This is an optimization exercise on Yosys and OpenROAD, whose aim is small area and a short achievable clock period, not a production implementation. At most, simulation tests tie the RTL to the original design; equivalence was not proved. Only the layout flow was run in run 1; the RTL was not checked for function there. Power and IR drop assume default switching activity.

==> flow/design.v, too long to show whole: its modules and the start of the top module <==
// module fmul36_fa: 10 lines
// module fmul36_ha: 9 lines
// module fmul36: 1329 lines
module fmul36 (
    input  wire        clk,
    input  wire        rst,
    input  wire        in_valid,
    input  wire [35:0] a,
    input  wire [35:0] b,
    input  wire [2:0]  rm,
    input  wire        ftz,
    output reg         out_valid,
    output reg  [35:0] result,
    output reg         iv,
    output reg         of,
    output reg         uf,
    output reg         nx
);
  // ...
==> flow/flow/run.sh <==
#!/bin/bash
# The standard layout (bash standard.sh: the standard synthesis and ORFS
# from floorplan to finish), with every port buffered by buf_2 instead of
# the buffer buffer_ports picks by default.
set -euo pipefail
export BUFFER_PORTS_ARGS="-buffer_cell sky130_fd_sc_hd__buf_2"
bash standard.sh > standard.log 2>&1
==> flow/standard.sh <==
#!/bin/bash
# synth_recipe.tcl (not shown) runs the flow's synth.tcl, then flattens the netlist and writes it again
# the make line also repeats each setting of config.mk as NAME=value (left out here)
make -C /OpenROAD-flow-scripts/flow DESIGN_CONFIG=/design/flow/config.mk WORK_HOME=/design/flow/orfs CLKGATE_MAP_FILE= SYNTH_SCRIPT=/design/flow/synth_recipe.tcl "${@:-finish}"
==> flow/config.mk <==
export PLATFORM = sky130hd
export DESIGN_NAME = fmul36
export DESIGN_NICKNAME = fmul36
export VERILOG_FILES = /design/flow/design.v
export SDC_FILE = /design/flow/constraint.sdc
export NUM_CORES = 4
export LEC_CHECK = 0
export CAP_MARGIN = 20
export CORE_MARGIN = 2
export CORE_UTILIZATION = 40
export CTS_CLUSTER_DIAMETER = 120
export CTS_CLUSTER_SIZE = 30
export SLEW_MARGIN = 60
export SYNTH_HIERARCHICAL = 1
export SYNTH_MINIMUM_KEEP_SIZE = 0
==> flow/constraint.sdc <==
create_clock -name core_clock -period 16.5 [get_ports {clk}]
set_input_delay 3.3000 -clock core_clock [delete_from_list [all_inputs] [get_ports {clk}]]
set_output_delay 3.3000 -clock core_clock [all_outputs]
set_load 0.01 [all_outputs]
==> flow_summary.json, run 1 <==
{
  "cp-endpoint": "btz1[1]",
  "cp-end-kind": "flop",
  "design.die.area_sq_mm": 0.0813,
  "n_all_inverters": 151,
  "die_w_um": 285,
  "crit_chain": "buf_2 -> nor4_1 -> nand2_1 -> nor2_1 -> o21ai_0 -> nand2_1 -> nand2_1 -> a21boi_0 -> nor3_1 -> nor3_1",
  "vias": 24833,
  "reg2reg_to": "csb_r[28]",
  "hold_buffers": 0,
  "yosys.area.top_type": "dfxtp_1",
  "power_frac_seq_pct": 20.3,
  "critical-path-max-stage-delay_ps": 440,
  "cp-startpoint": "b[20]",
  "numClockSinks": 400,
  "crit_cells": 10,
  "use_met3_pct": 4.59,
  "clk_share_pct": 2.06,
  "final_common_cell": "xnor2_1",
  "crit_type": "in -> reg",
  "finalSetupViolations": 0,
  "final_util_pct": 43.3,
  "dp_hpwl_um": 69000,
  "r2r-start": "bone1[3]",
  "grt_start_max_net_pins": 53,
  "core_area_sq_mm": 0.0786,
  "tap_cells": 1050,
  "status": "no timing/DRC/antenna violations",
  "p_sw_share_pct": 48.5,
  "finalWeightedCongestion": 0.940,
  "insertion_delay_ps": 600
}
==> run 2, diff against run 1 <==
--- a/flow/design.v
+++ b/flow/design.v
@@ -33,17 +33,17 @@
     output reg         nx
 );
     reg        v1;
     reg [35:0] a1;           
     reg [9:0]  b1;           
     reg        az1, bz1;     
     reg        ah1;          
     reg        bnz1, bq1;    
-    reg [4:0]  bms1, btz1;   
+    reg [4:0]  bms1, btr1;   
     reg [2:0]  rm1;
     reg        ftz1;
     reg [13:0] bone1, btwo1;     
     reg [12:0] bneg1;
     function automatic [4:0] pos32(input [31:0] x, input hi);
         reg [15:0] v1; reg [15:0] p1;
         reg [7:0]  v2; reg [15:0] p2;
         reg [3:0]  v3; reg [11:0] p3;
@@ -81,27 +81,32 @@
     always @(*) begin
         for (bk = 0; bk < 14; bk = bk + 1) begin
             bone_i[bk] = bxi[2 * bk + 1] ^ bxi[2 * bk];
             btwo_i[bk] = (bxi[2 * bk + 2] & !bxi[2 * bk + 1] & !bxi[2 * bk]) |
                          (!bxi[2 * bk + 2] & bxi[2 * bk + 1] & bxi[2 * bk]);
             bneg_i[bk] = bxi[2 * bk + 2] & !(bxi[2 * bk + 1] & bxi[2 * bk]);
         end
     end
+    reg [25:0] brev;
+    integer br;
+    always @(*)
+        for (br = 0; br < 26; br = br + 1)
+            brev[br] = b[25 - br];
     always @(posedge clk) begin
         if (rst)
             v1 <= 1'b0;
         else
             v1 <= in_valid;
         a1   <= {a[35:27], a[26] | (a[34:26] == 9'd0), ~a[25:0]};
         b1   <= {b[35:27], b[26] | (b[34:26] == 9'd0)};
         bnz1 <= (b[25:0] != 26'd0);
         bq1  <= b[25];
         bms1 <= pos32({6'd0, b[25:0]}, 1'b1);
-        btz1 <= pos32({6'd0, b[25:0]}, 1'b0);
+        btr1 <= pos32({6'd0, brev}, 1'b1);
         az1  <= (a[34:26] == 9'd0);
         ah1  <= (a[34:26] != 9'd0);
         bz1  <= (b[34:26] == 9'd0);
         rm1  <= rm;
         ftz1 <= ftz;
         bone1 <= bone_i;
         btwo1 <= btwo_i;
         bneg1 <= bneg_i[12:0];
@@ -141,17 +146,17 @@
             3'd4:    begin rc = 2'd3;             ovf_inf = 1'b1; end
             default: begin rc = 2'd3;             ovf_inf = 1'b0; end
         endcase
     end
     wire [26:0] ma = {!a_sub, fa};
     wire [4:0] msa = pos32({5'd0, ma}, 1'b1);
     wire [4:0] msb = b_sub ? bms1 : 5'd26;
     wire [4:0] tza = pos32({5'd0, ma}, 1'b0);
-    wire [4:0] tzb = b_fnz ? btz1 : 5'd26;
+    wire [4:0] tzb = b_fnz ? 5'd25 - btr1 : 5'd26;
     wire [9:0] xa = {1'b0, ea};
     wire [9:0] xb = {1'b0, eb};
     wire [9:0] xs = xa + xb;
     wire [5:0] tzs = {1'b0, tza} + {1'b0, tzb};
     wire [4:0]  k0   = a_sub ? msa : msb;
     wire [8:0]  eo   = a_sub ? eb : ea;
     wire [4:0]  th   = 5'd25 - eo[4:0];
     wire        eo_mid = eo[8] & (eo[7:0] <= 8'd25);
==> flow/config.mk (replaced) <==
export PLATFORM = sky130hd
export DESIGN_NAME = fmul36
export DESIGN_NICKNAME = fmul36
export VERILOG_FILES = /design/flow/design.v
export SDC_FILE = /design/flow/constraint.sdc
export NUM_CORES = 4
export LEC_CHECK = 0
export CAP_MARGIN = 20
export CORE_MARGIN = 2
export CORE_UTILIZATION = 40
export CTS_CLUSTER_DIAMETER = 100
export CTS_CLUSTER_SIZE = 24
export SLEW_MARGIN = 60
export SYNTH_HIERARCHICAL = 1
export SYNTH_MINIMUM_KEEP_SIZE = 0
==> run 2 against run 1 <==
  * Register-to-register slack barely moved
  * Synthesized cell count is 0.19% lower
  * Clock skew fell by 17 ps
  * Total power down 1.9%
  * Synthesized area about the same
  * Sequential share of layout area increased by 0.075 points
  * Count of clock-buffer cells in the layout increased by 1
==> flow_summary.json, run 2 <==
{
  "finalSetupViolations": 0,
  "final_util_pct": 43.2,
  "crit_arrival_ps": 1040,
  "syn_area_sq_mm": 0.0316,
  "yosysUniqueCellTypes": 96,
  "fmax_mhz": 230,
  "cp-end-kind": "primary output",
  "irDropWorstVdd_v": 0.000125,
  "cts-resized-gates": 0,
  "num_io_pins": 120,
  "mostFrequentLayoutCells": "437 x xnor2_1, 388 x dfxtp_1, 364 x o22ai_1, 334 x fa_1, 158 x nand2_1",
  "die_w_um": 285,
  "p_leak_nw": 13.0,
  "hp-start": "s3",
  "finalMaxSlewViolations": 0,
  "ys.flop_type": "dfxtp_1",
  "clock_path_buffers": 3,
  "antenna_found_initial": 4,
  "track_usage_pct": 23.5,
  "required_ps": 13200,
  "total_power_mw": 7.50,
  "synthArstFlopShare_pct": 0,
  "rrSetupSlack_ps": 12330,
  "yosys.area_share.adder_pct": 27.1,
  "min_period_over_period_pct": 26.3,
  "yosysMostFrequentCell": "xnor2_1",
  "design.die.area_sq_mm": 0.0812,
  "crit_chain": "buf_2",
  "numClockSinks": 400,
  "syn_avg_cell_area_sq_um": 9.92,
  "post-cts-setup-buffers": 0,
  "grt_pass1_vias": 24535,
  "max-cap-violations": 0,
  "stdcell_count": 4233,
  "dp_cells": 4200,
  "largest_register": "csa_r",
  "crit_type": "reg -> out",
  "top_regs": "csa_r x54, csb_r x53",
  "yosys.area_share.simple_pct": 8.22,
  "seq_area_frac_synth_pct": 25.3,
  "synth_warnings": 7,
  "cp_max_fo": 1,
  "area_growth_pct": 7.54,
  "crit_buf_inv": 1,
  "grt_pass1_wl_um": 149000,
  "worst_pin_slew_ps": 615,
  "clk_pin_slew_ps": 90,
  "synth-compound-area-share_pct": 16.2,
  "core_area_sq_mm": 0.0786,
  "cp_top_family": "flip-flops",
  "wl_per_cell_um": 22.9,
  "synth_edf_count": 0,
  "hold_buffers": 0,
  "portBuffers": 119,
  "yosys-top-cells-count": "438 x xnor2_1, 400 x dfxtp_1, 364 x o22ai_1",
  "cp-startpoint": "result[30]",
  "start_util_pct": 40.2,
  "drc": 0,
  "wl_um": 97000,
  "power.density_mw_per_mm2": 221,
  "synth_xor_area_share_pct": 13.4,
  "vias": 24636,
  "slowest_stage": "dfxtp_1",
  "chipHeight_um": 285,
  "viasPerCell": 5.82,
  "synth_top_family_by_area": "adder cells",
  "synth-seq-cells": 400,
  "synth_cells": 3183,
  "cts_tree": "built",
  "dr.pass1.iters": 8,
  "grt_start_max_net_pins": 50,
  "r2r-start": "bneg1[1]",
  "finalHoldViolations": 0,
  "yosys.area.top_type": "dfxtp_1",
  "dp_hpwl_um": 68700,
  "h-tree-depth": 1,
  "critical-path-max-stage-delay_ps": 330,
  "root_buffer": "clkbuf_16",
  "largest_reg_flops": 54,
  "synth_top_area_share_pct": 25.3,
  "synth.area.top_cells": "dfxtp_1 25%, fa_1 21%, xnor2_1 12%",
  "ant_nets": 0,
  "status": "no timing/DRC/antenna violations",
  "numCtsBuffers": 22,
  "drt-initial-drc-count": 2320,
  "layout-drive-gt1-share_pct": 11.4,
  "overflow": 0,
  "start_kind": "flop",
  "synth.area.mux_share_pct": 5.12,
  "whs_ps": 333,
  "nets": 3739,
  "hp-class": "reg -> reg",
  "maxSlewHeadroom_pct": 59.0,
  "finalSetupTns_ps": 0,
  "fin_skew_ps": 24.5,
  "final_common_cell": "xnor2_1",
  "post-route-min-period_ps": 4340,
  "finalWeightedCongestion": 0.925,
  "rsz0062_at_grt": "no",
  "core.rowCount": 103,
  "insertion_delay_ps": 600
}
[run 2: cell count changes after synthesis, moves of 8 or more]
cell      change
inv_1         +8
a22oi_1       +8
nand3_1       +9
xnor2_1      +10
nor3_1       -10
a211oi_1      -8
nand2_1      -10
o21ai_1      +10
[run 2: area by class of cell]
class                   count  area [sq um]
diodes                      1          2.50
clock buffers              23           564
clock inverters             8           108
fillers                  7720         44600
inverters                 158           631
multi-input cells        2417         22300
flip-flops and latches    400          8050
well taps                1050          1310
repair buffers            176          1020
[run 2: logic make-up (layout without fill, tap and decap cells)]
| group | count (synthesis) | count (layout) |
|---|---|---|
| other cells | 2 | 16 |
| fa+ha+maj | 485 | 485 |
| mux | 113 | 113 |
| simple gates | 533 | 533 |
| flops | 400 | 400 |
| xor+xnor | 481 | 481 |
| compound gates | 790 | 790 |
| buf+inv | 379 | 365 |
[run 2: final timing paths]
check | to | cells after the start
worst max register to register | csb_r[28] | 8
worst min-delay path | s4 | 0
worst min register to register | s4 | 0
worst max-delay path | result[30] | 1
[run 2: report_power, final]
part           internal (mW)  leakage, nW  switching [mW]
combinational           2.26         9.34            3.06
clock                  0.270        0.328           0.339
sequential              1.36         3.36           0.210
total                   3.90         13.0            3.61
[run 2: Yosys stat by module (local to each module, per instance)]
| module | flops+latches | area (sq um) | times used |
|---|---|---|---|
| fmul36_ha | 0 | 12.5 | 39 |
| fmul36 | 400 | 24600 | 1 |
| fmul36_fa | 0 | 20.0 | 325 |
[run 2: layer usage]
metal,wire (um),vias up,track usage (%)
met5,25,-,0
met4,4350,4,9.58
met3,9110,253,4.84
met2,42900,1280,36.7
met1,40600,11977,31.9
li1,-,11122,-
[run 2: through the flow]
stage	cell area [sq um]	setup WS, ps
after floorplan	31600	11930
after global placement	33100	11710
after detailed placement	33200	11700
after CTS	33900	12110
after global routing	34000	12000
final	34000	12160

separate check: timing with driven ports:
Ports are ideal in the flow. The routed layouts listed here were re-timed in OpenROAD. Step 1, drivers: a clkbuf_16 drives clk and a buf_2 each remaining input, both assumed. Step 2, shift: input delay + t, output delay - t, t = (earliest + latest rising clock arrival at the registers) / 2. This alone moves slack from input paths to output paths. a / b / c = ideal / step 1 / step 2; a / b = the first two.
run | t, ns | setup WS [ns] | worst slew at a driven data input, ns
run 1 | 0.640 | 12.014 / 12.052 / 11.412 | 0.07
run 2 | 0.655 | 12.156 / 12.085 / 11.711 | 0.04
After both steps every run listed still meets setup and hold. The setup slack of run 1, which loses most, moves by +0.038 ns with the drivers and by -0.602 ns with both steps.
